Background: an optimization exercise with open tools, aiming at small area, a short achievable clock period and few clock cycles per item. Do not read the settings as production practice.
Function was checked by simulation only, so behaviour that the tests miss may differ from the original.
Power is estimated from default activity; no workload was simulated.

## flow/design.v (module list and top-level ports; edited modules follow where they fit)
// module bfe_rho: 885 lines
module bfe_rho (
    input  wire               clk,
    input  wire               rst,
    input  wire               in_valid,
    output wire               in_ready,
    input  wire               in_last,
    input  wire               in_elided,
    input  wire signed [15:0] in_w_i,
    input  wire signed [15:0] in_w_q,
    output wire               out_valid,
    input  wire               out_ready,
    output wire        [14:0] out_rho,
    output wire               out_null
);
  // ...
==> flow/flow/run.sh <==
#!/bin/bash
# The standard ORFS flow (the standard.sh, synthesis unchanged), with the
# timing repair aimed below the clock period: repair_timing is asked for
# SETUP_SLACK_MARGIN ns of setup slack at the design's 12 ns clock.
set -euo pipefail
MARGIN=$(cat flow/margin.txt)
bash standard.sh SETUP_SLACK_MARGIN=$MARGIN finish > flow_make.log 2>&1
==> flow/flow/margin.txt <==
8.0
==> flow/standard.sh <==
#!/bin/bash
# synth_recipe.tcl (not shown) runs the flow's synth.tcl, then flattens the netlist and writes it again
# the make line also repeats each setting of config.mk as NAME=value (left out here)
make -C /OpenROAD-flow-scripts/flow DESIGN_CONFIG=/design/flow/config.mk WORK_HOME=/design/flow/orfs CLKGATE_MAP_FILE= SYNTH_SCRIPT=/design/flow/synth_recipe.tcl "${@:-finish}"
==> flow/config.mk <==
export PLATFORM = sky130hd
export DESIGN_NAME = bfe_rho
export DESIGN_NICKNAME = bfe_rho
export VERILOG_FILES = /design/flow/design.v
export SDC_FILE = /design/flow/constraint.sdc
export NUM_CORES = 4
export LEC_CHECK = 0
export CAP_MARGIN = 20
export CORE_MARGIN = 2
export CORE_UTILIZATION = 40
export SLEW_MARGIN = 20
==> flow/constraint.sdc <==
create_clock -name core_clock -period 12.0 [get_ports {clk}]
set_input_delay 2.4000 -clock core_clock [delete_from_list [all_inputs] [get_ports {clk}]]
set_output_delay 2.4000 -clock core_clock [all_outputs]
set_load 0.01 [all_outputs]
==> impl_metrics.toml, run 1 <==
[final_layout]
drive_gt1_frac = 0.0888
buffer_area_frac = 0.0391
fillerInstances = 5700
design_area_sq_um = 28300
stdcell_count = 3644
layout_common_cells = "422 x inv_1, 273 x nand2_1, 256 x fa_1, 225 x dfxtp_1, 215 x nor2_1"
multi_input_cells = 1943
clock_area_frac = 0.0459
multi_input_area_sq_um = 16600
register_area_sq_um = 6680

[outcome]
status = "timing/DRC/antenna clean"

[critical_path]
critPathSlowestCell = "or3_4"
r2r-start = "pend"
critPathCaptureType = "flop"
cp.required_ns = 12.40
crit_type = "flop to flop"

[global_route]
grt_start_max_net_pins = 66
grt_pass1_vias = 19400
met1_usage = 0.265

[routing]
detail-route-antenna-nets = 0
routed_wl_microns = 61900
post_drt_wl_per_cell_microns = 17.0

[floorplan]
io_pins = 56
tap_cells = 782
num_rows = 90
fp.dieW_microns = 252

[placement]
port_buffers = 55

[timing]
hold_viol_final = 0
timing.final.ws_setup_ns = 7.93
period_needed_ns = 4.07

[logic_synthesis]
yosysTopAreaCellShare = 0.209

[cts]
clkTransAtPathRegs_ns = 0.06
numCtsBuffers = 37

[power_and_ir_drop]
clkPwrFrac = 0.187
comb_power_share = 0.569
p_leak_uw = 0.0129
Testbench counts, summed over its fixed seeds: cycles 24,472, sets 480.
==> module bfe_rho, before the edit <==
module bfe_rho (
    input  wire               clk,
    input  wire               rst,
    input  wire               in_valid,
    output wire               in_ready,
    input  wire               in_last,
    input  wire               in_elided,
    input  wire signed [15:0] in_w_i,
    input  wire signed [15:0] in_w_q,
    output wire               out_valid,
    input  wire               out_ready,
    output wire        [14:0] out_rho,
    output wire               out_null
);
    reg        rdy;
    reg        iv, il, ie;
    reg [15:0] wi, wq;
    wire       take = in_valid & rdy;
    always @(posedge clk) begin
        wi <= take ? in_w_i : 16'd0;
        wq <= take ? in_w_q : 16'd0;
        il <= in_last;
        ie <= in_elided;
        iv <= take & ~rst;
    end
    wire pp1, pp2, pp3, pp4, pp5, pp6, pp7, pp8, pp9, pp10, pp11, pp12;
    wire pp13, pp14, pp15, pp16, pp17, pp18, pp19, pp20, pp21, pp22, pp23, pp24;
    wire pp25, pp26, pp27, pp28, pp29, pp30, pp31, pp32, pp33, pp34, pp35, pp36;
    wire pp37, pp38, pp39, pp40, pp41, pp42, pp43, pp44, pp45, pp46, pp47, pp48;
    wire pp49, pp50, pp51, pp52, pp53, pp54, pp55, pp56, pp57, pp58, pp59, pp60;
    wire pp61, pp62, pp63, pp64, pp65, pp66, pp67, pp68, pp69, pp70, pp71, pp72;
    wire pp73, pp74, pp75, pp76, pp77, pp78, pp79, pp80, pp81, pp82, pp83, pp84;
    wire pp85, pp86, pp87, pp88, pp89, pp90, pp91, pp92, pp93, pp94, pp95, pp96;
    wire pp97, pp98, pp99, pp100, pp101, pp102, pp103, pp104, pp105, pp106, pp107, pp108;
    wire pp109, pp110, pp111, pp112, pp113, pp114, pp115, pp116, pp117, pp118, pp119, pp120;
    wire pp121, pp122, pp123, pp124, pp125, pp126, pp127, pp128, pp129, pp130, pp131, pp132;
    wire pp133, pp134, pp135, pp136, pp137, pp138, pp139, pp140, pp141, pp142, pp143, pp144;
    wire pp145, pp146, pp147, pp148, pp149, pp150, pp151, pp152, pp153, pp154, pp155, pp156;
    wire pp157, pp158, pp159, pp160, pp161, pp162, pp163, pp164, pp165, pp166, pp167, pp168;
    wire pp169, pp170, pp171, pp172, pp173, pp174, pp175, pp176, pp177, pp178, pp179, pp180;
    wire pp181, pp182, pp183, pp184, pp185, pp186, pp187, pp188, pp189, pp190, pp191, pp192;
    wire pp193, pp194, pp195, pp196, pp197, pp198, pp199, pp200, pp201, pp202, pp203, pp204;
    wire pp205, pp206, pp207, pp208, pp209, pp210, pp211, pp212, pp213, pp214, pp215, pp216;
    wire pp217, pp218, pp219, pp220, pp221, pp222, pp223, pp224, pp225, pp226, pp227, pp228;
    wire pp229, pp230, pp231, pp232, pp233, pp234, pp235, pp236, pp237, pp238, pp239, pp240;
    wire hs241, hc242, fs243, fc244, hs245, hc246, fs247, fc248, hs249, hc250, fs251, fc252;
    wire fs253, fc254, fs255, fc256, hs257, hc258, fs259, fc260, fs261, fc262, fs263, fc264;
    wire fs265, fc266, fs267, fc268, fs269, fc270, fs271, fc272, fs273, fc274, hs275, hc276;
    wire fs277, fc278, hs279, hc280, fs281, fc282, hs283, hc284, fs285, fc286, fs287, fc288;
    wire fs289, fc290, fs291, fc292, fs293, fc294, fs295, fc296, hs297, hc298, fs299, fc300;
    wire fs301, fc302, fs303, fc304, fs305, fc306, fs307, fc308, fs309, fc310, fs311, fc312;
    wire fs313, fc314, fs315, fc316, fs317, fc318, fs319, fc320, fs321, fc322, fs323, fc324;
    wire fs325, fc326, fs327, fc328, fs329, fc330, fs331, fc332, fs333, fc334, fs335, fc336;
    wire fs337, fc338, fs339, fc340, fs341, fc342, fs343, fc344, fs345, fc346, fs347, fc348;
    wire fs349, fc350, fs351, fc352, fs353, fc354, fs355, fc356, fs357, fc358, fs359, fc360;
    wire fs361, fc362, fs363, fc364, fs365, fc366, fs367, fc368, fs369, fc370, fs371, fc372;
    wire hs373, hc374, fs375, fc376, fs377, fc378, fs379, fc380, fs381, fc382, hs383, hc384;
    wire fs385, fc386, fs387, fc388, fs389, fc390, fs391, fc392, fs393, fc394, fs395, fc396;
    wire fs397, fc398, fs399, fc400, fs401, fc402, fs403, fc404, fs405, fc406, fs407, fc408;
    wire fs409, fc410, fs411, fc412, fs413, fc414, fs415, fc416, fs417, fc418, fs419, fc420;
    wire fs421, fc422, fs423, fc424, fs425, fc426, fs427, fc428, fs429, fc430, fs431, fc432;
    wire fs433, fc434, fs435, fc436, fs437, fc438, fs439, fc440, fs441, fc442, fs443, fc444;
    wire fs445, fc446, fs447, fc448, fs449, fc450, fs451, fc452, fs453, fc454, fs455, fc456;
    wire fs457, fc458, fs459, fc460, fs461, fc462, fs463, fc464, fs465, fc466, fs467, fc468;
    wire fs469, fc470, fs471, fc472, fs473, fc474, fs475, fc476, fs477, fc478, fs479, fc480;
    wire fs481, fc482, fs483, fc484, hs485, hc486, fs487, fc488, hs489, hc490, fs491, fc492;
    wire fs493, fc494, fs495, fc496, fs497, fc498, fs499, fc500, fs501, fc502, fs503, fc504;
    wire fs505, fc506, fs507, fc508, fs509, fc510, fs511, fc512, fs513, fc514, fs515, fc516;
    wire fs517, fc518, fs519, fc520, fs521, fc522, fs523, fc524, fs525, fc526, fs527, fc528;
    wire fs529, fc530, fs531, fc532, fs533, fc534, fs535, fc536, fs537, fc538, fs539, fc540;
    wire fs541, fc542, fs543, fc544, fs545, fc546, fs547, fc548, fs549, fc550, fs551, fc552;
    wire fs553, fc554, fs555, fc556, fs557, fc558, fs559, fc560, fs561, fc562, fs563, fc564;
    wire fs565, fc566, fs567, fc568, fs569, fc570, fs571, fc572, fs573, fc574, fs575, fc576;
    wire fs577, fc578, hs579, hc580, hs581, hc582, fs583, fc584, fs585, fc586, fs587, fc588;
    wire fs589, fc590, fs591, fc592, fs593, fc594, fs595, fc596, fs597, fc598, fs599, fc600;
    wire fs601, fc602, fs603, fc604, fs605, fc606, fs607, fc608, fs609, fc610, fs611, fc612;
    wire fs613, fc614, fs615, fc616, fs617, fc618, fs619, fc620, fs621, fc622, fs623, fc624;
    wire fs625, fc626, fs627, fc628, fs629, fc630, fs631, fc632, fs633, fc634, hs635, hc636;
    wire fs637, fc638, fs639, fc640, fs641, fc642, fs643, fc644, fs645, fc646, fs647, fc648;
    wire fs649, fc650, fs651, fc652, fs653, fc654, fs655, fc656, fs657, fc658, fs659, fc660;
    wire fs661, fc662, fs663, fc664, fs665, fc666, fs667, fc668, fs669, fc670, fs671, fc672;
    wire fs673, fc674, fs675, fc676, fs677, fc678, fs679, fc680, fs681, fc682, fs683, fc684;
    wire fs685, fc686, fs687, fc688, fs689, fc690, fs691, fc692;
    assign pp1 = (wi[0] & wi[1]);
    assign pp2 = (wq[0] & wq[1]);
    assign pp3 = (wi[0] & wi[2]);
    assign pp4 = (wq[0] & wq[2]);
    assign pp5 = (wi[0] & wi[3]);
    assign pp6 = (wi[1] & wi[2]);
    assign pp7 = (wq[0] & wq[3]);
    assign pp8 = (wq[1] & wq[2]);
    assign pp9 = (wi[0] & wi[4]);
    assign pp10 = (wi[1] & wi[3]);
    assign pp11 = (wq[0] & wq[4]);
    assign pp12 = (wq[1] & wq[3]);
    assign pp13 = (wi[0] & wi[5]);
    assign pp14 = (wi[1] & wi[4]);
    assign pp15 = (wi[2] & wi[3]);
    assign pp16 = (wq[0] & wq[5]);
    assign pp17 = (wq[1] & wq[4]);
    assign pp18 = (wq[2] & wq[3]);
    assign pp19 = (wi[0] & wi[6]);
    assign pp20 = (wi[1] & wi[5]);
    assign pp21 = (wi[2] & wi[4]);
    assign pp22 = (wq[0] & wq[6]);
    assign pp23 = (wq[1] & wq[5]);
    assign pp24 = (wq[2] & wq[4]);
    assign pp25 = (wi[0] & wi[7]);
    assign pp26 = (wi[1] & wi[6]);
    assign pp27 = (wi[2] & wi[5]);
    assign pp28 = (wi[3] & wi[4]);
    assign pp29 = (wq[0] & wq[7]);
    assign pp30 = (wq[1] & wq[6]);
    assign pp31 = (wq[2] & wq[5]);
    assign pp32 = (wq[3] & wq[4]);
    assign pp33 = (wi[0] & wi[8]);
    assign pp34 = (wi[1] & wi[7]);
    assign pp35 = (wi[2] & wi[6]);
    assign pp36 = (wi[3] & wi[5]);
    assign pp37 = (wq[0] & wq[8]);
    assign pp38 = (wq[1] & wq[7]);
    assign pp39 = (wq[2] & wq[6]);
    assign pp40 = (wq[3] & wq[5]);
    assign pp41 = (wi[0] & wi[9]);
    assign pp42 = (wi[1] & wi[8]);
    assign pp43 = (wi[2] & wi[7]);
    assign pp44 = (wi[3] & wi[6]);
    assign pp45 = (wi[4] & wi[5]);
    assign pp46 = (wq[0] & wq[9]);
    assign pp47 = (wq[1] & wq[8]);
    assign pp48 = (wq[2] & wq[7]);
    assign pp49 = (wq[3] & wq[6]);
    assign pp50 = (wq[4] & wq[5]);
    assign pp51 = (wi[0] & wi[10]);
    assign pp52 = (wi[1] & wi[9]);
    assign pp53 = (wi[2] & wi[8]);
    assign pp54 = (wi[3] & wi[7]);
    assign pp55 = (wi[4] & wi[6]);
    assign pp56 = (wq[0] & wq[10]);
    assign pp57 = (wq[1] & wq[9]);
    assign pp58 = (wq[2] & wq[8]);
    assign pp59 = (wq[3] & wq[7]);
    assign pp60 = (wq[4] & wq[6]);
    assign pp61 = (wi[0] & wi[11]);
    assign pp62 = (wi[1] & wi[10]);
    assign pp63 = (wi[2] & wi[9]);
    assign pp64 = (wi[3] & wi[8]);
    assign pp65 = (wi[4] & wi[7]);
    assign pp66 = (wi[5] & wi[6]);
    assign pp67 = (wq[0] & wq[11]);
    assign pp68 = (wq[1] & wq[10]);
    assign pp69 = (wq[2] & wq[9]);
    assign pp70 = (wq[3] & wq[8]);
    assign pp71 = (wq[4] & wq[7]);
    assign pp72 = (wq[5] & wq[6]);
    assign pp73 = (wi[0] & wi[12]);
    assign pp74 = (wi[1] & wi[11]);
    assign pp75 = (wi[2] & wi[10]);
    assign pp76 = (wi[3] & wi[9]);
    assign pp77 = (wi[4] & wi[8]);
    assign pp78 = (wi[5] & wi[7]);
    assign pp79 = (wq[0] & wq[12]);
    assign pp80 = (wq[1] & wq[11]);
    assign pp81 = (wq[2] & wq[10]);
    assign pp82 = (wq[3] & wq[9]);
    assign pp83 = (wq[4] & wq[8]);
    assign pp84 = (wq[5] & wq[7]);
    assign pp85 = (wi[0] & wi[13]);
    assign pp86 = (wi[1] & wi[12]);
    assign pp87 = (wi[2] & wi[11]);
    assign pp88 = (wi[3] & wi[10]);
    assign pp89 = (wi[4] & wi[9]);
    assign pp90 = (wi[5] & wi[8]);
    assign pp91 = (wi[6] & wi[7]);
    assign pp92 = (wq[0] & wq[13]);
    assign pp93 = (wq[1] & wq[12]);
    assign pp94 = (wq[2] & wq[11]);
    assign pp95 = (wq[3] & wq[10]);
    assign pp96 = (wq[4] & wq[9]);
    assign pp97 = (wq[5] & wq[8]);
    assign pp98 = (wq[6] & wq[7]);
    assign pp99 = (wi[0] & wi[14]);
    assign pp100 = (wi[1] & wi[13]);
    assign pp101 = (wi[2] & wi[12]);
    assign pp102 = (wi[3] & wi[11]);
    assign pp103 = (wi[4] & wi[10]);
    assign pp104 = (wi[5] & wi[9]);
    assign pp105 = (wi[6] & wi[8]);
    assign pp106 = (wq[0] & wq[14]);
    assign pp107 = (wq[1] & wq[13]);
    assign pp108 = (wq[2] & wq[12]);
    assign pp109 = (wq[3] & wq[11]);
    assign pp110 = (wq[4] & wq[10]);
    assign pp111 = (wq[5] & wq[9]);
    assign pp112 = (wq[6] & wq[8]);
    assign pp113 = ~(wi[0] & wi[15]);
    assign pp114 = (wi[1] & wi[14]);
    assign pp115 = (wi[2] & wi[13]);
    assign pp116 = (wi[3] & wi[12]);
    assign pp117 = (wi[4] & wi[11]);
    assign pp118 = (wi[5] & wi[10]);
    assign pp119 = (wi[6] & wi[9]);
    assign pp120 = (wi[7] & wi[8]);
    assign pp121 = ~(wq[0] & wq[15]);
    assign pp122 = (wq[1] & wq[14]);
    assign pp123 = (wq[2] & wq[13]);
    assign pp124 = (wq[3] & wq[12]);
    assign pp125 = (wq[4] & wq[11]);
    assign pp126 = (wq[5] & wq[10]);
    assign pp127 = (wq[6] & wq[9]);
    assign pp128 = (wq[7] & wq[8]);
    assign pp129 = ~(wi[1] & wi[15]);
    assign pp130 = (wi[2] & wi[14]);
    assign pp131 = (wi[3] & wi[13]);
    assign pp132 = (wi[4] & wi[12]);
    assign pp133 = (wi[5] & wi[11]);
    assign pp134 = (wi[6] & wi[10]);
    assign pp135 = (wi[7] & wi[9]);
    assign pp136 = ~(wq[1] & wq[15]);
    assign pp137 = (wq[2] & wq[14]);
    assign pp138 = (wq[3] & wq[13]);
    assign pp139 = (wq[4] & wq[12]);
    assign pp140 = (wq[5] & wq[11]);
    assign pp141 = (wq[6] & wq[10]);
    assign pp142 = (wq[7] & wq[9]);
    assign pp143 = ~(wi[2] & wi[15]);
    assign pp144 = (wi[3] & wi[14]);
    assign pp145 = (wi[4] & wi[13]);
    assign pp146 = (wi[5] & wi[12]);
    assign pp147 = (wi[6] & wi[11]);
    assign pp148 = (wi[7] & wi[10]);
    assign pp149 = (wi[8] & wi[9]);
    assign pp150 = ~(wq[2] & wq[15]);
    assign pp151 = (wq[3] & wq[14]);
    assign pp152 = (wq[4] & wq[13]);
    assign pp153 = (wq[5] & wq[12]);
    assign pp154 = (wq[6] & wq[11]);
    assign pp155 = (wq[7] & wq[10]);
    assign pp156 = (wq[8] & wq[9]);
    assign pp157 = ~(wi[3] & wi[15]);
    assign pp158 = (wi[4] & wi[14]);
    assign pp159 = (wi[5] & wi[13]);
    assign pp160 = (wi[6] & wi[12]);
    assign pp161 = (wi[7] & wi[11]);
    assign pp162 = (wi[8] & wi[10]);
    assign pp163 = ~(wq[3] & wq[15]);
    assign pp164 = (wq[4] & wq[14]);
    assign pp165 = (wq[5] & wq[13]);
    assign pp166 = (wq[6] & wq[12]);
    assign pp167 = (wq[7] & wq[11]);
    assign pp168 = (wq[8] & wq[10]);
    assign pp169 = ~(wi[4] & wi[15]);
    assign pp170 = (wi[5] & wi[14]);
    assign pp171 = (wi[6] & wi[13]);
    assign pp172 = (wi[7] & wi[12]);
    assign pp173 = (wi[8] & wi[11]);
    assign pp174 = (wi[9] & wi[10]);
    assign pp175 = ~(wq[4] & wq[15]);
    assign pp176 = (wq[5] & wq[14]);
    assign pp177 = (wq[6] & wq[13]);
    assign pp178 = (wq[7] & wq[12]);
    assign pp179 = (wq[8] & wq[11]);
    assign pp180 = (wq[9] & wq[10]);
    assign pp181 = ~(wi[5] & wi[15]);
    assign pp182 = (wi[6] & wi[14]);
    assign pp183 = (wi[7] & wi[13]);
    assign pp184 = (wi[8] & wi[12]);
    assign pp185 = (wi[9] & wi[11]);
    assign pp186 = ~(wq[5] & wq[15]);
    assign pp187 = (wq[6] & wq[14]);
    assign pp188 = (wq[7] & wq[13]);
    assign pp189 = (wq[8] & wq[12]);
    assign pp190 = (wq[9] & wq[11]);
    assign pp191 = ~(wi[6] & wi[15]);
    assign pp192 = (wi[7] & wi[14]);
    assign pp193 = (wi[8] & wi[13]);
    assign pp194 = (wi[9] & wi[12]);
    assign pp195 = (wi[10] & wi[11]);
    assign pp196 = ~(wq[6] & wq[15]);
    assign pp197 = (wq[7] & wq[14]);
    assign pp198 = (wq[8] & wq[13]);
    assign pp199 = (wq[9] & wq[12]);
    assign pp200 = (wq[10] & wq[11]);
    assign pp201 = ~(wi[7] & wi[15]);
    assign pp202 = (wi[8] & wi[14]);
    assign pp203 = (wi[9] & wi[13]);
    assign pp204 = (wi[10] & wi[12]);
    assign pp205 = ~(wq[7] & wq[15]);
    assign pp206 = (wq[8] & wq[14]);
    assign pp207 = (wq[9] & wq[13]);
    assign pp208 = (wq[10] & wq[12]);
    assign pp209 = ~(wi[8] & wi[15]);
    assign pp210 = (wi[9] & wi[14]);
    assign pp211 = (wi[10] & wi[13]);
    assign pp212 = (wi[11] & wi[12]);
    assign pp213 = ~(wq[8] & wq[15]);
    assign pp214 = (wq[9] & wq[14]);
    assign pp215 = (wq[10] & wq[13]);
    assign pp216 = (wq[11] & wq[12]);
    assign pp217 = ~(wi[9] & wi[15]);
    assign pp218 = (wi[10] & wi[14]);
    assign pp219 = (wi[11] & wi[13]);
    assign pp220 = ~(wq[9] & wq[15]);
    assign pp221 = (wq[10] & wq[14]);
    assign pp222 = (wq[11] & wq[13]);
    assign pp223 = ~(wi[10] & wi[15]);
    assign pp224 = (wi[11] & wi[14]);
    assign pp225 = (wi[12] & wi[13]);
    assign pp226 = ~(wq[10] & wq[15]);
    assign pp227 = (wq[11] & wq[14]);
    assign pp228 = (wq[12] & wq[13]);
    assign pp229 = ~(wi[11] & wi[15]);
    assign pp230 = (wi[12] & wi[14]);
    assign pp231 = ~(wq[11] & wq[15]);
    assign pp232 = (wq[12] & wq[14]);
    assign pp233 = ~(wi[12] & wi[15]);
    assign pp234 = (wi[13] & wi[14]);
    assign pp235 = ~(wq[12] & wq[15]);
    assign pp236 = (wq[13] & wq[14]);
    assign pp237 = ~(wi[13] & wi[15]);
    assign pp238 = ~(wq[13] & wq[15]);
    assign pp239 = ~(wi[14] & wi[15]);
    assign pp240 = ~(wq[14] & wq[15]);
    assign hs241 = pp61 ^ pp62;
    assign hc242 = pp61 & pp62;
    assign fs243 = pp85 ^ pp86 ^ pp87;
    assign fc244 = (pp85 & pp86) | (pp85 & pp87) | (pp86 & pp87);
    assign hs245 = pp88 ^ pp89;
    assign hc246 = pp88 & pp89;
    assign fs247 = pp99 ^ pp100 ^ pp101;
    assign fc248 = (pp99 & pp100) | (pp99 & pp101) | (pp100 & pp101);
    assign hs249 = pp102 ^ pp103;
    assign hc250 = pp102 & pp103;
    assign fs251 = pp113 ^ pp114 ^ pp115;
    assign fc252 = (pp113 & pp114) | (pp113 & pp115) | (pp114 & pp115);
    assign fs253 = pp116 ^ pp117 ^ pp118;
    assign fc254 = (pp116 & pp117) | (pp116 & pp118) | (pp117 & pp118);
    assign fs255 = pp119 ^ pp120 ^ wi[8];
    assign fc256 = (pp119 & pp120) | (pp119 & wi[8]) | (pp120 & wi[8]);
    assign hs257 = pp121 ^ pp122;
    assign hc258 = pp121 & pp122;
    assign fs259 = pp129 ^ pp130 ^ pp131;
    assign fc260 = (pp129 & pp130) | (pp129 & pp131) | (pp130 & pp131);
    assign fs261 = pp132 ^ pp133 ^ pp134;
    assign fc262 = (pp132 & pp133) | (pp132 & pp134) | (pp133 & pp134);
    assign fs263 = pp135 ^ pp136 ^ pp137;
    assign fc264 = (pp135 & pp136) | (pp135 & pp137) | (pp136 & pp137);
    assign fs265 = pp143 ^ pp144 ^ pp145;
    assign fc266 = (pp143 & pp144) | (pp143 & pp145) | (pp144 & pp145);
    assign fs267 = pp146 ^ pp147 ^ pp148;
    assign fc268 = (pp146 & pp147) | (pp146 & pp148) | (pp147 & pp148);
    assign fs269 = pp149 ^ wi[9] ^ pp150;
    assign fc270 = (pp149 & wi[9]) | (pp149 & pp150) | (wi[9] & pp150);
    assign fs271 = pp157 ^ pp158 ^ pp159;
    assign fc272 = (pp157 & pp158) | (pp157 & pp159) | (pp158 & pp159);
    assign fs273 = pp169 ^ pp170 ^ pp171;
    assign fc274 = (pp169 & pp170) | (pp169 & pp171) | (pp170 & pp171);
    assign hs275 = pp25 ^ pp26;
    assign hc276 = pp25 & pp26;
    assign fs277 = pp41 ^ pp42 ^ pp43;
    assign fc278 = (pp41 & pp42) | (pp41 & pp43) | (pp42 & pp43);
    assign hs279 = pp44 ^ pp45;
    assign hc280 = pp44 & pp45;
    assign fs281 = pp51 ^ pp52 ^ pp53;
    assign fc282 = (pp51 & pp52) | (pp51 & pp53) | (pp52 & pp53);
    assign hs283 = pp54 ^ pp55;
    assign hc284 = pp54 & pp55;
    assign fs285 = hs241 ^ pp63 ^ pp64;
    assign fc286 = (hs241 & pp63) | (hs241 & pp64) | (pp63 & pp64);
    assign fs287 = pp65 ^ pp66 ^ wi[6];
    assign fc288 = (pp65 & pp66) | (pp65 & wi[6]) | (pp66 & wi[6]);
    assign fs289 = pp67 ^ pp68 ^ pp69;
    assign fc290 = (pp67 & pp68) | (pp67 & pp69) | (pp68 & pp69);
    assign fs291 = hc242 ^ pp73 ^ pp74;
    assign fc292 = (hc242 & pp73) | (hc242 & pp74) | (pp73 & pp74);
    assign fs293 = pp75 ^ pp76 ^ pp77;
    assign fc294 = (pp75 & pp76) | (pp75 & pp77) | (pp76 & pp77);
    assign fs295 = pp78 ^ pp79 ^ pp80;
    assign fc296 = (pp78 & pp79) | (pp78 & pp80) | (pp79 & pp80);
    assign hs297 = pp81 ^ pp82;
    assign hc298 = pp81 & pp82;
    assign fs299 = fs243 ^ hs245 ^ pp90;
    assign fc300 = (fs243 & hs245) | (fs243 & pp90) | (hs245 & pp90);
    assign fs301 = pp91 ^ wi[7] ^ pp92;
    assign fc302 = (pp91 & wi[7]) | (pp91 & pp92) | (wi[7] & pp92);
    assign fs303 = pp93 ^ pp94 ^ pp95;
    assign fc304 = (pp93 & pp94) | (pp93 & pp95) | (pp94 & pp95);
    assign fs305 = pp96 ^ pp97 ^ pp98;
    assign fc306 = (pp96 & pp97) | (pp96 & pp98) | (pp97 & pp98);
    assign fs307 = fc244 ^ hc246 ^ fs247;
    assign fc308 = (fc244 & hc246) | (fc244 & fs247) | (hc246 & fs247);
    assign fs309 = hs249 ^ pp104 ^ pp105;
    assign fc310 = (hs249 & pp104) | (hs249 & pp105) | (pp104 & pp105);
    assign fs311 = pp106 ^ pp107 ^ pp108;
    assign fc312 = (pp106 & pp107) | (pp106 & pp108) | (pp107 & pp108);
    assign fs313 = pp109 ^ pp110 ^ pp111;
    assign fc314 = (pp109 & pp110) | (pp109 & pp111) | (pp110 & pp111);
    assign fs315 = fc248 ^ hc250 ^ fs251;
    assign fc316 = (fc248 & hc250) | (fc248 & fs251) | (hc250 & fs251);
    assign fs317 = fs253 ^ fs255 ^ hs257;
    assign fc318 = (fs253 & fs255) | (fs253 & hs257) | (fs255 & hs257);
    assign fs319 = pp123 ^ pp124 ^ pp125;
    assign fc320 = (pp123 & pp124) | (pp123 & pp125) | (pp124 & pp125);
    assign fs321 = pp126 ^ pp127 ^ pp128;
    assign fc322 = (pp126 & pp127) | (pp126 & pp128) | (pp127 & pp128);
    assign fs323 = fc252 ^ fc254 ^ fc256;
    assign fc324 = (fc252 & fc254) | (fc252 & fc256) | (fc254 & fc256);
    assign fs325 = hc258 ^ fs259 ^ fs261;
    assign fc326 = (hc258 & fs259) | (hc258 & fs261) | (fs259 & fs261);
    assign fs327 = fs263 ^ pp138 ^ pp139;
    assign fc328 = (fs263 & pp138) | (fs263 & pp139) | (pp138 & pp139);
    assign fs329 = pp140 ^ pp141 ^ pp142;
    assign fc330 = (pp140 & pp141) | (pp140 & pp142) | (pp141 & pp142);
    assign fs331 = fc260 ^ fc262 ^ fc264;
    assign fc332 = (fc260 & fc262) | (fc260 & fc264) | (fc262 & fc264);
    assign fs333 = fs265 ^ fs267 ^ fs269;
    assign fc334 = (fs265 & fs267) | (fs265 & fs269) | (fs267 & fs269);
    assign fs335 = pp151 ^ pp152 ^ pp153;
    assign fc336 = (pp151 & pp152) | (pp151 & pp153) | (pp152 & pp153);
    assign fs337 = pp154 ^ pp155 ^ pp156;
    assign fc338 = (pp154 & pp155) | (pp154 & pp156) | (pp155 & pp156);
    assign fs339 = fc266 ^ fc268 ^ fc270;
    assign fc340 = (fc266 & fc268) | (fc266 & fc270) | (fc268 & fc270);
    assign fs341 = fs271 ^ pp160 ^ pp161;
    assign fc342 = (fs271 & pp160) | (fs271 & pp161) | (pp160 & pp161);
    assign fs343 = pp162 ^ pp163 ^ pp164;
    assign fc344 = (pp162 & pp163) | (pp162 & pp164) | (pp163 & pp164);
    assign fs345 = pp165 ^ pp166 ^ pp167;
    assign fc346 = (pp165 & pp166) | (pp165 & pp167) | (pp166 & pp167);
    assign fs347 = fc272 ^ fs273 ^ pp172;
    assign fc348 = (fc272 & fs273) | (fc272 & pp172) | (fs273 & pp172);
    assign fs349 = pp173 ^ pp174 ^ wi[10];
    assign fc350 = (pp173 & pp174) | (pp173 & wi[10]) | (pp174 & wi[10]);
    assign fs351 = pp175 ^ pp176 ^ pp177;
    assign fc352 = (pp175 & pp176) | (pp175 & pp177) | (pp176 & pp177);
    assign fs353 = pp178 ^ pp179 ^ pp180;
    assign fc354 = (pp178 & pp179) | (pp178 & pp180) | (pp179 & pp180);
    assign fs355 = fc274 ^ pp181 ^ pp182;
    assign fc356 = (fc274 & pp181) | (fc274 & pp182) | (pp181 & pp182);
    assign fs357 = pp183 ^ pp184 ^ pp185;
    assign fc358 = (pp183 & pp184) | (pp183 & pp185) | (pp184 & pp185);
    assign fs359 = pp186 ^ pp187 ^ pp188;
    assign fc360 = (pp186 & pp187) | (pp186 & pp188) | (pp187 & pp188);
    assign fs361 = pp191 ^ pp192 ^ pp193;
    assign fc362 = (pp191 & pp192) | (pp191 & pp193) | (pp192 & pp193);
    assign fs363 = pp194 ^ pp195 ^ wi[11];
    assign fc364 = (pp194 & pp195) | (pp194 & wi[11]) | (pp195 & wi[11]);
    assign fs365 = pp196 ^ pp197 ^ pp198;
    assign fc366 = (pp196 & pp197) | (pp196 & pp198) | (pp197 & pp198);
    assign fs367 = pp201 ^ pp202 ^ pp203;
    assign fc368 = (pp201 & pp202) | (pp201 & pp203) | (pp202 & pp203);
    assign fs369 = pp209 ^ pp210 ^ pp211;
    assign fc370 = (pp209 & pp210) | (pp209 & pp211) | (pp210 & pp211);
    assign fs371 = pp13 ^ pp14 ^ pp15;
    assign fc372 = (pp13 & pp14) | (pp13 & pp15) | (pp14 & pp15);
    assign hs373 = pp19 ^ pp20;
    assign hc374 = pp19 & pp20;
    assign fs375 = hs275 ^ pp27 ^ pp28;
    assign fc376 = (hs275 & pp27) | (hs275 & pp28) | (pp27 & pp28);
    assign fs377 = wi[4] ^ pp29 ^ pp30;
    assign fc378 = (wi[4] & pp29) | (wi[4] & pp30) | (pp29 & pp30);
    assign fs379 = hc276 ^ pp33 ^ pp34;
    assign fc380 = (hc276 & pp33) | (hc276 & pp34) | (pp33 & pp34);
    assign fs381 = pp35 ^ pp36 ^ pp37;
    assign fc382 = (pp35 & pp36) | (pp35 & pp37) | (pp36 & pp37);
    assign hs383 = pp38 ^ pp39;
    assign hc384 = pp38 & pp39;
    assign fs385 = fs277 ^ hs279 ^ wi[5];
    assign fc386 = (fs277 & hs279) | (fs277 & wi[5]) | (hs279 & wi[5]);
    assign fs387 = pp46 ^ pp47 ^ pp48;
    assign fc388 = (pp46 & pp47) | (pp46 & pp48) | (pp47 & pp48);
    assign fs389 = pp49 ^ pp50 ^ wq[5];
    assign fc390 = (pp49 & pp50) | (pp49 & wq[5]) | (pp50 & wq[5]);
    assign fs391 = fc278 ^ hc280 ^ fs281;
    assign fc392 = (fc278 & hc280) | (fc278 & fs281) | (hc280 & fs281);
    assign fs393 = hs283 ^ pp56 ^ pp57;
    assign fc394 = (hs283 & pp56) | (hs283 & pp57) | (pp56 & pp57);
    assign fs395 = pp58 ^ pp59 ^ pp60;
    assign fc396 = (pp58 & pp59) | (pp58 & pp60) | (pp59 & pp60);
    assign fs397 = fc282 ^ hc284 ^ fs285;
    assign fc398 = (fc282 & hc284) | (fc282 & fs285) | (hc284 & fs285);
    assign fs399 = fs287 ^ fs289 ^ pp70;
    assign fc400 = (fs287 & fs289) | (fs287 & pp70) | (fs289 & pp70);
    assign fs401 = pp71 ^ pp72 ^ wq[6];
    assign fc402 = (pp71 & pp72) | (pp71 & wq[6]) | (pp72 & wq[6]);
    assign fs403 = fc286 ^ fc288 ^ fc290;
    assign fc404 = (fc286 & fc288) | (fc286 & fc290) | (fc288 & fc290);
    assign fs405 = fs291 ^ fs293 ^ fs295;
    assign fc406 = (fs291 & fs293) | (fs291 & fs295) | (fs293 & fs295);
    assign fs407 = hs297 ^ pp83 ^ pp84;
    assign fc408 = (hs297 & pp83) | (hs297 & pp84) | (pp83 & pp84);
    assign fs409 = fc292 ^ fc294 ^ fc296;
    assign fc410 = (fc292 & fc294) | (fc292 & fc296) | (fc294 & fc296);
    assign fs411 = hc298 ^ fs299 ^ fs301;
    assign fc412 = (hc298 & fs299) | (hc298 & fs301) | (fs299 & fs301);
    assign fs413 = fs303 ^ fs305 ^ wq[7];
    assign fc414 = (fs303 & fs305) | (fs303 & wq[7]) | (fs305 & wq[7]);
    assign fs415 = fc300 ^ fc302 ^ fc304;
    assign fc416 = (fc300 & fc302) | (fc300 & fc304) | (fc302 & fc304);
    assign fs417 = fc306 ^ fs307 ^ fs309;
    assign fc418 = (fc306 & fs307) | (fc306 & fs309) | (fs307 & fs309);
    assign fs419 = fs311 ^ fs313 ^ pp112;
    assign fc420 = (fs311 & fs313) | (fs311 & pp112) | (fs313 & pp112);
    assign fs421 = fc308 ^ fc310 ^ fc312;
    assign fc422 = (fc308 & fc310) | (fc308 & fc312) | (fc310 & fc312);
    assign fs423 = fc314 ^ fs315 ^ fs317;
    assign fc424 = (fc314 & fs315) | (fc314 & fs317) | (fs315 & fs317);
    assign fs425 = fs319 ^ fs321 ^ wq[8];
    assign fc426 = (fs319 & fs321) | (fs319 & wq[8]) | (fs321 & wq[8]);
    assign fs427 = fc316 ^ fc318 ^ fc320;
    assign fc428 = (fc316 & fc318) | (fc316 & fc320) | (fc318 & fc320);
    assign fs429 = fc322 ^ fs323 ^ fs325;
    assign fc430 = (fc322 & fs323) | (fc322 & fs325) | (fs323 & fs325);
    assign fs431 = fs327 ^ fs329 ^ 1'b1;
    assign fc432 = (fs327 & fs329) | (fs327 & 1'b1) | (fs329 & 1'b1);
    assign fs433 = fc324 ^ fc326 ^ fc328;
    assign fc434 = (fc324 & fc326) | (fc324 & fc328) | (fc326 & fc328);
    assign fs435 = fc330 ^ fs331 ^ fs333;
    assign fc436 = (fc330 & fs331) | (fc330 & fs333) | (fs331 & fs333);
    assign fs437 = fs335 ^ fs337 ^ wq[9];
    assign fc438 = (fs335 & fs337) | (fs335 & wq[9]) | (fs337 & wq[9]);
    assign fs439 = fc332 ^ fc334 ^ fc336;
    assign fc440 = (fc332 & fc334) | (fc332 & fc336) | (fc334 & fc336);
    assign fs441 = fc338 ^ fs339 ^ fs341;
    assign fc442 = (fc338 & fs339) | (fc338 & fs341) | (fs339 & fs341);
    assign fs443 = fs343 ^ fs345 ^ pp168;
    assign fc444 = (fs343 & fs345) | (fs343 & pp168) | (fs345 & pp168);
    assign fs445 = fc340 ^ fc342 ^ fc344;
    assign fc446 = (fc340 & fc342) | (fc340 & fc344) | (fc342 & fc344);
    assign fs447 = fc346 ^ fs347 ^ fs349;
    assign fc448 = (fc346 & fs347) | (fc346 & fs349) | (fs347 & fs349);
    assign fs449 = fs351 ^ fs353 ^ wq[10];
    assign fc450 = (fs351 & fs353) | (fs351 & wq[10]) | (fs353 & wq[10]);
    assign fs451 = fc348 ^ fc350 ^ fc352;
    assign fc452 = (fc348 & fc350) | (fc348 & fc352) | (fc350 & fc352);
    assign fs453 = fc354 ^ fs355 ^ fs357;
    assign fc454 = (fc354 & fs355) | (fc354 & fs357) | (fs355 & fs357);
    assign fs455 = fs359 ^ pp189 ^ pp190;
    assign fc456 = (fs359 & pp189) | (fs359 & pp190) | (pp189 & pp190);
    assign fs457 = fc356 ^ fc358 ^ fc360;
    assign fc458 = (fc356 & fc358) | (fc356 & fc360) | (fc358 & fc360);
    assign fs459 = fs361 ^ fs363 ^ fs365;
    assign fc460 = (fs361 & fs363) | (fs361 & fs365) | (fs363 & fs365);
    assign fs461 = pp199 ^ pp200 ^ wq[11];
    assign fc462 = (pp199 & pp200) | (pp199 & wq[11]) | (pp200 & wq[11]);
    assign fs463 = fc362 ^ fc364 ^ fc366;
    assign fc464 = (fc362 & fc364) | (fc362 & fc366) | (fc364 & fc366);
    assign fs465 = fs367 ^ pp204 ^ pp205;
    assign fc466 = (fs367 & pp204) | (fs367 & pp205) | (pp204 & pp205);
    assign fs467 = pp206 ^ pp207 ^ pp208;
    assign fc468 = (pp206 & pp207) | (pp206 & pp208) | (pp207 & pp208);
    assign fs469 = fc368 ^ fs369 ^ pp212;
    assign fc470 = (fc368 & fs369) | (fc368 & pp212) | (fs369 & pp212);
    assign fs471 = wi[12] ^ pp213 ^ pp214;
    assign fc472 = (wi[12] & pp213) | (wi[12] & pp214) | (pp213 & pp214);
    assign fs473 = pp215 ^ pp216 ^ wq[12];
    assign fc474 = (pp215 & pp216) | (pp215 & wq[12]) | (pp216 & wq[12]);
    assign fs475 = fc370 ^ pp217 ^ pp218;
    assign fc476 = (fc370 & pp217) | (fc370 & pp218) | (pp217 & pp218);
    assign fs477 = pp219 ^ pp220 ^ pp221;
    assign fc478 = (pp219 & pp220) | (pp219 & pp221) | (pp220 & pp221);
    assign fs479 = pp223 ^ pp224 ^ pp225;
    assign fc480 = (pp223 & pp224) | (pp223 & pp225) | (pp224 & pp225);
    assign fs481 = wi[13] ^ pp226 ^ pp227;
    assign fc482 = (wi[13] & pp226) | (wi[13] & pp227) | (pp226 & pp227);
    assign fs483 = pp5 ^ pp6 ^ wi[2];
    assign fc484 = (pp5 & pp6) | (pp5 & wi[2]) | (pp6 & wi[2]);
    assign hs485 = pp9 ^ pp10;
    assign hc486 = pp9 & pp10;
    assign fs487 = fs371 ^ wi[3] ^ pp16;
    assign fc488 = (fs371 & wi[3]) | (fs371 & pp16) | (wi[3] & pp16);
    assign hs489 = pp17 ^ pp18;
    assign hc490 = pp17 & pp18;
    assign fs491 = fc372 ^ hs373 ^ pp21;
    assign fc492 = (fc372 & hs373) | (fc372 & pp21) | (hs373 & pp21);
    assign fs493 = pp22 ^ pp23 ^ pp24;
    assign fc494 = (pp22 & pp23) | (pp22 & pp24) | (pp23 & pp24);
    assign fs495 = hc374 ^ fs375 ^ fs377;
    assign fc496 = (hc374 & fs375) | (hc374 & fs377) | (fs375 & fs377);
    assign fs497 = pp31 ^ pp32 ^ wq[4];
    assign fc498 = (pp31 & pp32) | (pp31 & wq[4]) | (pp32 & wq[4]);
    assign fs499 = fc376 ^ fc378 ^ fs379;
    assign fc500 = (fc376 & fc378) | (fc376 & fs379) | (fc378 & fs379);
    assign fs501 = fs381 ^ hs383 ^ pp40;
    assign fc502 = (fs381 & hs383) | (fs381 & pp40) | (hs383 & pp40);
    assign fs503 = fc380 ^ fc382 ^ hc384;
    assign fc504 = (fc380 & fc382) | (fc380 & hc384) | (fc382 & hc384);
    assign fs505 = fs385 ^ fs387 ^ fs389;
    assign fc506 = (fs385 & fs387) | (fs385 & fs389) | (fs387 & fs389);
    assign fs507 = fc386 ^ fc388 ^ fc390;
    assign fc508 = (fc386 & fc388) | (fc386 & fc390) | (fc388 & fc390);
    assign fs509 = fs391 ^ fs393 ^ fs395;
    assign fc510 = (fs391 & fs393) | (fs391 & fs395) | (fs393 & fs395);
    assign fs511 = fc392 ^ fc394 ^ fc396;
    assign fc512 = (fc392 & fc394) | (fc392 & fc396) | (fc394 & fc396);
    assign fs513 = fs397 ^ fs399 ^ fs401;
    assign fc514 = (fs397 & fs399) | (fs397 & fs401) | (fs399 & fs401);
    assign fs515 = fc398 ^ fc400 ^ fc402;
    assign fc516 = (fc398 & fc400) | (fc398 & fc402) | (fc400 & fc402);
    assign fs517 = fs403 ^ fs405 ^ fs407;
    assign fc518 = (fs403 & fs405) | (fs403 & fs407) | (fs405 & fs407);
    assign fs519 = fc404 ^ fc406 ^ fc408;
    assign fc520 = (fc404 & fc406) | (fc404 & fc408) | (fc406 & fc408);
    assign fs521 = fs409 ^ fs411 ^ fs413;
    assign fc522 = (fs409 & fs411) | (fs409 & fs413) | (fs411 & fs413);
    assign fs523 = fc410 ^ fc412 ^ fc414;
    assign fc524 = (fc410 & fc412) | (fc410 & fc414) | (fc412 & fc414);
    assign fs525 = fs415 ^ fs417 ^ fs419;
    assign fc526 = (fs415 & fs417) | (fs415 & fs419) | (fs417 & fs419);
    assign fs527 = fc416 ^ fc418 ^ fc420;
    assign fc528 = (fc416 & fc418) | (fc416 & fc420) | (fc418 & fc420);
    assign fs529 = fs421 ^ fs423 ^ fs425;
    assign fc530 = (fs421 & fs423) | (fs421 & fs425) | (fs423 & fs425);
    assign fs531 = fc422 ^ fc424 ^ fc426;
    assign fc532 = (fc422 & fc424) | (fc422 & fc426) | (fc424 & fc426);
    assign fs533 = fs427 ^ fs429 ^ fs431;
    assign fc534 = (fs427 & fs429) | (fs427 & fs431) | (fs429 & fs431);
    assign fs535 = fc428 ^ fc430 ^ fc432;
    assign fc536 = (fc428 & fc430) | (fc428 & fc432) | (fc430 & fc432);
    assign fs537 = fs433 ^ fs435 ^ fs437;
    assign fc538 = (fs433 & fs435) | (fs433 & fs437) | (fs435 & fs437);
    assign fs539 = fc434 ^ fc436 ^ fc438;
    assign fc540 = (fc434 & fc436) | (fc434 & fc438) | (fc436 & fc438);
    assign fs541 = fs439 ^ fs441 ^ fs443;
    assign fc542 = (fs439 & fs441) | (fs439 & fs443) | (fs441 & fs443);
    assign fs543 = fc440 ^ fc442 ^ fc444;
    assign fc544 = (fc440 & fc442) | (fc440 & fc444) | (fc442 & fc444);
    assign fs545 = fs445 ^ fs447 ^ fs449;
    assign fc546 = (fs445 & fs447) | (fs445 & fs449) | (fs447 & fs449);
    assign fs547 = fc446 ^ fc448 ^ fc450;
    assign fc548 = (fc446 & fc448) | (fc446 & fc450) | (fc448 & fc450);
    assign fs549 = fs451 ^ fs453 ^ fs455;
    assign fc550 = (fs451 & fs453) | (fs451 & fs455) | (fs453 & fs455);
    assign fs551 = fc452 ^ fc454 ^ fc456;
    assign fc552 = (fc452 & fc454) | (fc452 & fc456) | (fc454 & fc456);
    assign fs553 = fs457 ^ fs459 ^ fs461;
    assign fc554 = (fs457 & fs459) | (fs457 & fs461) | (fs459 & fs461);
    assign fs555 = fc458 ^ fc460 ^ fc462;
    assign fc556 = (fc458 & fc460) | (fc458 & fc462) | (fc460 & fc462);
    assign fs557 = fs463 ^ fs465 ^ fs467;
    assign fc558 = (fs463 & fs465) | (fs463 & fs467) | (fs465 & fs467);
    assign fs559 = fc464 ^ fc466 ^ fc468;
    assign fc560 = (fc464 & fc466) | (fc464 & fc468) | (fc466 & fc468);
    assign fs561 = fs469 ^ fs471 ^ fs473;
    assign fc562 = (fs469 & fs471) | (fs469 & fs473) | (fs471 & fs473);
    assign fs563 = fc470 ^ fc472 ^ fc474;
    assign fc564 = (fc470 & fc472) | (fc470 & fc474) | (fc472 & fc474);
    assign fs565 = fs475 ^ fs477 ^ pp222;
    assign fc566 = (fs475 & fs477) | (fs475 & pp222) | (fs477 & pp222);
    assign fs567 = fc476 ^ fc478 ^ fs479;
    assign fc568 = (fc476 & fc478) | (fc476 & fs479) | (fc478 & fs479);
    assign fs569 = fs481 ^ pp228 ^ wq[13];
    assign fc570 = (fs481 & pp228) | (fs481 & wq[13]) | (pp228 & wq[13]);
    assign fs571 = fc480 ^ fc482 ^ pp229;
    assign fc572 = (fc480 & fc482) | (fc480 & pp229) | (fc482 & pp229);
    assign fs573 = pp230 ^ pp231 ^ pp232;
    assign fc574 = (pp230 & pp231) | (pp230 & pp232) | (pp231 & pp232);
    assign fs575 = pp233 ^ pp234 ^ wi[14];
    assign fc576 = (pp233 & pp234) | (pp233 & wi[14]) | (pp234 & wi[14]);
    assign fs577 = pp235 ^ pp236 ^ wq[14];
    assign fc578 = (pp235 & pp236) | (pp235 & wq[14]) | (pp236 & wq[14]);
    assign hs579 = pp1 ^ wi[1];
    assign hc580 = pp1 & wi[1];
    assign hs581 = fs483 ^ pp7;
    assign hc582 = fs483 & pp7;
    assign fs583 = fc484 ^ hs485 ^ pp11;
    assign fc584 = (fc484 & hs485) | (fc484 & pp11) | (hs485 & pp11);
    assign fs585 = hc486 ^ fs487 ^ hs489;
    assign fc586 = (hc486 & fs487) | (hc486 & hs489) | (fs487 & hs489);
    assign fs587 = fc488 ^ hc490 ^ fs491;
    assign fc588 = (fc488 & hc490) | (fc488 & fs491) | (hc490 & fs491);
    assign fs589 = fc492 ^ fc494 ^ fs495;
    assign fc590 = (fc492 & fc494) | (fc492 & fs495) | (fc494 & fs495);
    assign fs591 = fc496 ^ fc498 ^ fs499;
    assign fc592 = (fc496 & fc498) | (fc496 & fs499) | (fc498 & fs499);
    assign fs593 = fc500 ^ fc502 ^ fs503;
    assign fc594 = (fc500 & fc502) | (fc500 & fs503) | (fc502 & fs503);
    assign fs595 = fc504 ^ fc506 ^ fs507;
    assign fc596 = (fc504 & fc506) | (fc504 & fs507) | (fc506 & fs507);
    assign fs597 = fc508 ^ fc510 ^ fs511;
    assign fc598 = (fc508 & fc510) | (fc508 & fs511) | (fc510 & fs511);
    assign fs599 = fc512 ^ fc514 ^ fs515;
    assign fc600 = (fc512 & fc514) | (fc512 & fs515) | (fc514 & fs515);
    assign fs601 = fc516 ^ fc518 ^ fs519;
    assign fc602 = (fc516 & fc518) | (fc516 & fs519) | (fc518 & fs519);
    assign fs603 = fc520 ^ fc522 ^ fs523;
    assign fc604 = (fc520 & fc522) | (fc520 & fs523) | (fc522 & fs523);
    assign fs605 = fc524 ^ fc526 ^ fs527;
    assign fc606 = (fc524 & fc526) | (fc524 & fs527) | (fc526 & fs527);
    assign fs607 = fc528 ^ fc530 ^ fs531;
    assign fc608 = (fc528 & fc530) | (fc528 & fs531) | (fc530 & fs531);
    assign fs609 = fc532 ^ fc534 ^ fs535;
    assign fc610 = (fc532 & fc534) | (fc532 & fs535) | (fc534 & fs535);
    assign fs611 = fc536 ^ fc538 ^ fs539;
    assign fc612 = (fc536 & fc538) | (fc536 & fs539) | (fc538 & fs539);
    assign fs613 = fc540 ^ fc542 ^ fs543;
    assign fc614 = (fc540 & fc542) | (fc540 & fs543) | (fc542 & fs543);
    assign fs615 = fc544 ^ fc546 ^ fs547;
    assign fc616 = (fc544 & fc546) | (fc544 & fs547) | (fc546 & fs547);
    assign fs617 = fc548 ^ fc550 ^ fs551;
    assign fc618 = (fc548 & fc550) | (fc548 & fs551) | (fc550 & fs551);
    assign fs619 = fc552 ^ fc554 ^ fs555;
    assign fc620 = (fc552 & fc554) | (fc552 & fs555) | (fc554 & fs555);
    assign fs621 = fc556 ^ fc558 ^ fs559;
    assign fc622 = (fc556 & fc558) | (fc556 & fs559) | (fc558 & fs559);
    assign fs623 = fc560 ^ fc562 ^ fs563;
    assign fc624 = (fc560 & fc562) | (fc560 & fs563) | (fc562 & fs563);
    assign fs625 = fc564 ^ fc566 ^ fs567;
    assign fc626 = (fc564 & fc566) | (fc564 & fs567) | (fc566 & fs567);
    assign fs627 = fc568 ^ fc570 ^ fs571;
    assign fc628 = (fc568 & fc570) | (fc568 & fs571) | (fc570 & fs571);
    assign fs629 = fc572 ^ fc574 ^ fs575;
    assign fc630 = (fc572 & fc574) | (fc572 & fs575) | (fc574 & fs575);
    assign fs631 = fc576 ^ fc578 ^ pp237;
    assign fc632 = (fc576 & fc578) | (fc576 & pp237) | (fc578 & pp237);
    assign fs633 = pp239 ^ wi[15] ^ pp240;
    assign fc634 = (pp239 & wi[15]) | (pp239 & pp240) | (wi[15] & pp240);
    assign hs635 = hs579 ^ pp2;
    assign hc636 = hs579 & pp2;
    assign fs637 = hc580 ^ pp3 ^ pp4;
    assign fc638 = (hc580 & pp3) | (hc580 & pp4) | (pp3 & pp4);
    assign fs639 = hs581 ^ pp8 ^ wq[2];
    assign fc640 = (hs581 & pp8) | (hs581 & wq[2]) | (pp8 & wq[2]);
    assign fs641 = hc582 ^ fs583 ^ pp12;
    assign fc642 = (hc582 & fs583) | (hc582 & pp12) | (fs583 & pp12);
    assign fs643 = fc584 ^ fs585 ^ wq[3];
    assign fc644 = (fc584 & fs585) | (fc584 & wq[3]) | (fs585 & wq[3]);
    assign fs645 = fc586 ^ fs587 ^ fs493;
    assign fc646 = (fc586 & fs587) | (fc586 & fs493) | (fs587 & fs493);
    assign fs647 = fc588 ^ fs589 ^ fs497;
    assign fc648 = (fc588 & fs589) | (fc588 & fs497) | (fs589 & fs497);
    assign fs649 = fc590 ^ fs591 ^ fs501;
    assign fc650 = (fc590 & fs591) | (fc590 & fs501) | (fs591 & fs501);
    assign fs651 = fc592 ^ fs593 ^ fs505;
    assign fc652 = (fc592 & fs593) | (fc592 & fs505) | (fs593 & fs505);
    assign fs653 = fc594 ^ fs595 ^ fs509;
    assign fc654 = (fc594 & fs595) | (fc594 & fs509) | (fs595 & fs509);
    assign fs655 = fc596 ^ fs597 ^ fs513;
    assign fc656 = (fc596 & fs597) | (fc596 & fs513) | (fs597 & fs513);
    assign fs657 = fc598 ^ fs599 ^ fs517;
    assign fc658 = (fc598 & fs599) | (fc598 & fs517) | (fs599 & fs517);
    assign fs659 = fc600 ^ fs601 ^ fs521;
    assign fc660 = (fc600 & fs601) | (fc600 & fs521) | (fs601 & fs521);
    assign fs661 = fc602 ^ fs603 ^ fs525;
    assign fc662 = (fc602 & fs603) | (fc602 & fs525) | (fs603 & fs525);
    assign fs663 = fc604 ^ fs605 ^ fs529;
    assign fc664 = (fc604 & fs605) | (fc604 & fs529) | (fs605 & fs529);
    assign fs665 = fc606 ^ fs607 ^ fs533;
    assign fc666 = (fc606 & fs607) | (fc606 & fs533) | (fs607 & fs533);
    assign fs667 = fc608 ^ fs609 ^ fs537;
    assign fc668 = (fc608 & fs609) | (fc608 & fs537) | (fs609 & fs537);
    assign fs669 = fc610 ^ fs611 ^ fs541;
    assign fc670 = (fc610 & fs611) | (fc610 & fs541) | (fs611 & fs541);
    assign fs671 = fc612 ^ fs613 ^ fs545;
    assign fc672 = (fc612 & fs613) | (fc612 & fs545) | (fs613 & fs545);
    assign fs673 = fc614 ^ fs615 ^ fs549;
    assign fc674 = (fc614 & fs615) | (fc614 & fs549) | (fs615 & fs549);
    assign fs675 = fc616 ^ fs617 ^ fs553;
    assign fc676 = (fc616 & fs617) | (fc616 & fs553) | (fs617 & fs553);
    assign fs677 = fc618 ^ fs619 ^ fs557;
    assign fc678 = (fc618 & fs619) | (fc618 & fs557) | (fs619 & fs557);
    assign fs679 = fc620 ^ fs621 ^ fs561;
    assign fc680 = (fc620 & fs621) | (fc620 & fs561) | (fs621 & fs561);
    assign fs681 = fc622 ^ fs623 ^ fs565;
    assign fc682 = (fc622 & fs623) | (fc622 & fs565) | (fs623 & fs565);
    assign fs683 = fc624 ^ fs625 ^ fs569;
    assign fc684 = (fc624 & fs625) | (fc624 & fs569) | (fs625 & fs569);
    assign fs685 = fc626 ^ fs627 ^ fs573;
    assign fc686 = (fc626 & fs627) | (fc626 & fs573) | (fs627 & fs573);
    assign fs687 = fc628 ^ fs629 ^ fs577;
    assign fc688 = (fc628 & fs629) | (fc628 & fs577) | (fs629 & fs577);
    assign fs689 = fc630 ^ fs631 ^ pp238;
    assign fc690 = (fc630 & fs631) | (fc630 & pp238) | (fs631 & pp238);
    assign fs691 = fc632 ^ fs633 ^ wq[15];
    assign fc692 = (fc632 & fs633) | (fc632 & wq[15]) | (fs633 & wq[15]);
    wire [31:0] tree_a = {fc692, fc690, fc688, fc686, fc684, fc682, fc680, fc678, fc676, fc674, fc672, fc670, fc668, fc666, fc664, fc662, fc660, fc658, fc656, fc654, fc652, fc650, fc648, fc646, fc644, fc642, fc640, fc638, hc636, hs635, 1'b0, wi[0]};
    wire [31:0] tree_b = {fc634, fs691, fs689, fs687, fs685, fs683, fs681, fs679, fs677, fs675, fs673, fs671, fs669, fs667, fs665, fs663, fs661, fs659, fs657, fs655, fs653, fs651, fs649, fs647, fs645, fs643, fs641, fs639, fs637, wq[1], 1'b0, wq[0]};
    reg        mv, ml, me;
    reg [31:0] ra, rb;
    always @(posedge clk) begin
        ra <= tree_a;
        rb <= tree_b;
        ml <= il;
        me <= ie;
        mv <= iv & ~rst;
    end
    reg [37:0] e_all, e_rem;           
    reg        any_el, pend;           
    reg        rst_d;                  
    wire       ld;                     
    wire        keep = ~me;
    wire [37:0] a0 = ld ? 38'd0 : e_all;
    wire [37:0] a1 = {6'd0, ra};
    wire [37:0] a2 = {6'h3f, rb};
    wire [37:0] a_s = a0 ^ a1 ^ a2;
    wire [37:0] a_c = (a0 & a1) | (a0 & a2) | (a1 & a2);
    wire [37:0] r0 = ld ? 38'd0 : e_rem;
    wire [37:0] r1 = keep ? {6'd0, ra} : 38'd0;
    wire [37:0] r2 = keep ? {6'h3f, rb} : 38'd0;
    wire [37:0] r_s = r0 ^ r1 ^ r2;
    wire [37:0] r_c = (r0 & r1) | (r0 & r2) | (r1 & r2);
    always @(posedge clk) begin
        rst_d <= rst;
        if (rst | rst_d) begin
            e_all  <= 38'd0;
            e_rem  <= 38'd0;
        end else begin
            e_all  <= a_s + {a_c[36:0], 1'b0};
            e_rem  <= r_s + {r_c[36:0], 1'b0};
        end
        if (rst) begin
            any_el <= 1'b0;
            pend   <= 1'b0;
        end else begin
            any_el <= ~ld & any_el | mv & me;
            pend   <= pend & ~ld | mv & ml;
        end
    end
    reg        busy, ovalid, onull, eael;
    reg [5:0]  cnt;
    reg [37:0] rem, dvs;               
    reg [3:0]  nb;                     
    reg [1:0]  qb;                     
    reg [15:0] sr;                     
    reg [14:0] root;                   
    assign ld = pend & ~busy & ~ovalid;
    wire [38:0] dx = {rem, nb[3]};
    wire [39:0] dt = {1'b0, dx} - {2'b00, dvs};
    wire        dg = ~dt[39];
    wire [37:0] dr = dg ? dt[37:0] : dx[37:0];
    wire [17:0] ss = {sr, qb};
    wire [18:0] st = {1'b0, ss} - {2'b00, root, 2'b01};
    wire        sg = ~st[18];
    wire        dz       = (dvs == 38'd0);
    wire        special  = ~eael | dz | qb[1] | qb[0];
    wire [14:0] spec_rho = ~eael ? 15'd16384 : dz ? 15'd0 : 15'h7fff;
    wire [14:0] root_inc = root + 15'd1;
    wire        s_first  = (cnt == 6'd2);
    wire        s_last   = (cnt == 6'd34);
    wire        s_step   = ~cnt[0] & (cnt != 6'd2);
    always @(posedge clk) begin
        rem <= ld ? {4'd0, e_all[37:4]} : dr;
        nb  <= ld ? e_all[3:0] : {nb[2:0], 1'b0};
        qb  <= {qb[0], dg};
        if (ld) dvs  <= e_rem;
        if (ld) eael <= any_el;
        if (s_first)
            sr <= 16'd0;
        else if (s_step)
            sr <= sg ? st[15:0] : ss[15:0];
        if (busy) begin
            if (s_first) begin
                root  <= special ? spec_rho : 15'd0;
                onull <= eael & dz;
            end else if (s_last) begin
                if (sg & ~&root) root <= root_inc;
            end else if (s_step)
                root <= {root[13:0], sg};
        end
        cnt <= ld ? 6'd0 : cnt + 6'd1;
    end
    wire fin = busy & (s_first & special | s_last);
    always @(posedge clk) begin
        if (rst) begin
            busy   <= 1'b0;
            ovalid <= 1'b0;
        end else begin
            busy   <= ld | busy & ~fin;
            ovalid <= fin | ovalid & ~out_ready;
        end
    end
    wire       busy_n   = ld | busy & ~fin;
    wire       ovalid_n = fin | ovalid & ~out_ready;
    wire       lI_n     = take & in_last;
    wire       lM_n     = iv & il;
    wire       lA_n     = pend & ~ld | mv & ml;
    wire       none     = ~lI_n & ~lM_n & ~lA_n;
    wire       one      = lI_n ^ lM_n ^ lA_n;
    always @(posedge clk)
        rdy <= rst | none | one & ~busy_n & ~ovalid_n;
    assign in_ready  = rdy;
    assign out_valid = ovalid;
    assign out_rho   = root;
    assign out_null  = onull;
endmodule
==> run 2, diff against run 1 <==
--- a/flow/design.v
+++ b/flow/design.v
@@ -787,7 +787,8 @@
     reg [37:0] e_all, e_rem;           
     reg        any_el, pend;           
     reg        rst_d;                  
-    wire       ld;                     
+    reg        ld;                     
+    wire       pend_n;                 
     wire        keep = ~me;
     wire [37:0] a0 = ld ? 38'd0 : e_all;
     wire [37:0] a1 = {6'd0, ra};
@@ -813,7 +814,7 @@
             pend   <= 1'b0;
         end else begin
             any_el <= ~ld & any_el | mv & me;
-            pend   <= pend & ~ld | mv & ml;
+            pend   <= pend_n;
         end
     end
     reg        busy, ovalid, onull, eael;
@@ -823,7 +824,6 @@
     reg [1:0]  qb;                     
     reg [15:0] sr;                     
     reg [14:0] root;                   
-    assign ld = pend & ~busy & ~ovalid;
     wire [38:0] dx = {rem, nb[3]};
     wire [39:0] dt = {1'b0, dx} - {2'b00, dvs};
     wire        dg = ~dt[39];
@@ -860,20 +860,23 @@
         cnt <= ld ? 6'd0 : cnt + 6'd1;
     end
     wire fin = busy & (s_first & special | s_last);
+    wire       busy_n   = ld | busy & ~fin;
+    wire       ovalid_n = fin | ovalid & ~out_ready;
+    assign     pend_n   = pend & ~ld | mv & ml;
     always @(posedge clk) begin
         if (rst) begin
             busy   <= 1'b0;
             ovalid <= 1'b0;
+            ld     <= 1'b0;
         end else begin
-            busy   <= ld | busy & ~fin;
-            ovalid <= fin | ovalid & ~out_ready;
+            busy   <= busy_n;
+            ovalid <= ovalid_n;
+            ld     <= pend_n & ~busy_n & ~ovalid_n;
         end
     end
-    wire       busy_n   = ld | busy & ~fin;
-    wire       ovalid_n = fin | ovalid & ~out_ready;
     wire       lI_n     = take & in_last;
     wire       lM_n     = iv & il;
-    wire       lA_n     = pend & ~ld | mv & ml;
+    wire       lA_n     = pend_n;
     wire       none     = ~lI_n & ~lM_n & ~lA_n;
     wire       one      = lI_n ^ lM_n ^ lA_n;
     always @(posedge clk)
==> run 2 against run 1 <==
Net effect: still clean; global-route usage is 0.18 points lower; via count is 1.9% higher; register-to-register slack better by 0.18 ns; synthesized cell count is 0.97% higher; critical path depth is 17 lower; utilization is 1.4 points lower; area after synthesis is 1.8% higher; critical endpoint is now out_rho[14]; highest routed layer unchanged.
==> impl_metrics.toml, run 2 <==
[outcome]
status = "timing/DRC/antenna clean"

[global_route]
top_usage_layer = "met2"
grt_pass1_vias = 19800
grt_antenna_before_repair = 0
grt_pass1_wl_microns = 101000
grt_use_met2 = 0.322
grt_start_max_net_pins = 75
use_met3 = 0.0271
met1_usage = 0.256
grt.total_usage = 0.193
grt-ovfl-total = 0

[logic_synthesis]
syn_area_per_cell_sq_um = 8.88
synth_most_common_cell = "inv_1"
netlist_area_sq_um = 25000
synth-edff-count = 55
async_flop_share = 0
ys_dominant_reg_cell = "dfxtp_1"
yosys-top-cells-count = "410 x inv_1, 273 x nand2_1, 256 x fa_1"
synth_nets = 3272
ys_warn_count = 1
seq_area_frac_synth = 0.266
synth_top_cell_by_area = "fa_1"
ys_ff_latch = 304
yosysTopAreaCellShare = 0.205
synth_cells = 2814
synth.area.top_cells = "fa_1 21%, dfxtp_1 20%, ha_1 8.2%"
synth_cell_types = 81

[floorplan]
fp.dieW_microns = 254
die_area_sq_um = 64500
num_rows = 91
core-area_sq_um = 61700
die_y_microns = 254
io_pins = 56
initial_core_util = 0.405

[cts]
clk_latency_ns = 0.56
clk_path_buf_depth = 3
h-tree-depth = 2
cts_hold_buf = 0
cts_tree = "yes"
root_buffer = "clkbuf_16"
numCtsBuffers = 39
clkTransAtPathRegs_ns = 0.06
clkSinkCount = 304

[final_layout]
nets = 3289
register_area_sq_um = 6690
final_common_cell = "inv_1"
layout_common_cells = "409 x inv_1, 273 x nand2_1, 256 x fa_1, 227 x dfxtp_1, 188 x nor2_1"
drive_gt1_frac = 0.0577
stdcell_count = 3695
diodes = 0
fillerInstances = 6044
multi_input_area_sq_um = 16500
area_growth_pct = 12.1

[critical_path]
worst-path-max-fanout = 2
cp_top_family = "buffers and inverters"
cp.required_ns = 9.60
crit_chain = "clkdlybuf4s50_1"
crit_type = "flop to output port"
critPathCaptureType = "output port"
cp-start-kind = "flop"
cpPeakStageDelay_ns = 0.56
critical_path_arrival_ns = 1.54
critPathSlowestCell = "clkdlybuf4s50_1"
path_buf_inv = 1

[timing]
timing.setup.tns_ns = 0
finalCritPeriodShare = 0.328
period_needed_ns = 3.94
timing.final.ws_setup_ns = 8.06
rsz0062_at_grt = "yes"
hold_ws_ns = 0.352
fmax_mhz = 254
drv_slew = 0
setup_viol = 0
hold_viol_final = 0
finalClockSkew_ns = 0.0204
relSlewSlack = 0.356
worst_pin_slew_ns = 0.957

[placement]
port_buffers = 55
dpl.cell_count = 3605
dp_hpwl_microns = 47400
gp_congestion = 0.927
post-place-ws_ns = 7.37

[routing]
via_per_inst = 5.19
vias = 19200
post_drt_wl_per_cell_microns = 16.7
detail-route-antenna-nets = 0
dr.first_iter.drc_count = 1088
routed_wl_microns = 61600
dr.pass1.iters = 5
drcViolationCount = 0

[power_and_ir_drop]
p_leak_uw = 0.0127
vdd_ir_drop_max_mv = 0.0972
power-per-cell-area_nw_per_um2 = 212

[flow_run]
drv_cap = 0

[hold_path]
min_path_type = "flop to flop"
[run 2: power by group]
group	internal, uW	switching [uW]	total, uW
Combinational	1360	1940	3300
Clock	660	448	1110
Sequential	1330	212	1540
Total	3350	2600	5950
[run 2: layout make-up]
class | instances | share of cell area
Timing Repair Buffer | 91 | 0.0352
Clock buffer | 58 | 0.0410
Multi-Input combinational cell | 1981 | 0.588
Clock inverter | 10 | 0.00237
Sequential cell | 304 | 0.239
Tap cell | 837 | 0.0374
Inverter | 414 | 0.0567
[run 2: kinds of logic (layout without fill, tap and decap cells)]
family / count (synthesis) / count (layout) / share of synthesized area
simple gates: 923 / 923 / 0.182
buf+inv: 529 / 573 / 0.0806
compound gates: 489 / 489 / 0.131
fa+ha+maj: 420 / 420 / 0.287
flops: 304 / 304 / 0.266
xor+xnor: 130 / 130 / 0.0456
mux: 19 / 19 / 0.00781
[run 2: what timing repair did]
action                                 in CTS  in global routing
cloned                                      0                  5
pin swaps                                   1                  5
setup endpoints to repair                  62                 35
endpoints found under the hold margin       0                  0
resized for setup                          43                 42
setup buffers                               6                 11
[run 2: path summary, 6_finish.rpt]
kind	slack, ns	start	cells after the start	endpoint
worst min-delay path	0.35	ie	0	me
worst min register to register	0.35	ie	0	me
worst max register to register	8.11	wi[10]	11	rb[17]
worst max-delay path	8.06	root[14]	1	out_rho[14]
[run 2: per-layer routing]
layer / vias up / part of all wire
met2: 499 / 0.47
met5: - / 0
li1: 9280 / -
met1: 9276 / 0.45
met3: 105 / 0.050
met4: 0 / 0.030
[run 2: through the flow]
step	total power, uW	utilization	instance area, sq um
after global routing	6470	0.454	28000
after detailed placement	4770	0.425	26300
after global placement	4710	0.425	26300
after CTS	5920	0.448	27600
after floorplan	4030	-	25000
final	5950	0.454	28000
Testbench counts of run 2, summed over its fixed seeds: cycles 24,472, sets 480.

[afterwards: timing with drivers on the ports]
How much do the figures lean on ideal ports? The routed layouts below were timed once more, with nothing changed but the port constraints.
Step 1, drivers: a clkbuf_16 drives clk and a buf_2 each remaining input, both assumed.
Step 2, shift: input delay + t, output delay - t, t = (earliest + latest rising clock arrival at the registers) / 2. This alone moves slack from input paths to output paths.
Three values: ideal ports, drivers, drivers and shift; two values: the first two.
run | shift t [ns] | setup slack, ns | slew at the worst register clock pin (ns)
run 1 | 0.599 | 7.930 / 7.930 / 7.744 | 0.07 / 0.07
run 2 | 0.613 | 8.062 / 8.005 / 7.641 | 0.06 / 0.06
After both steps every run listed still meets setup and hold. For run 2, which loses most, drivers alone change the setup slack by -0.057 ns; drivers and shift together by -0.421 ns.
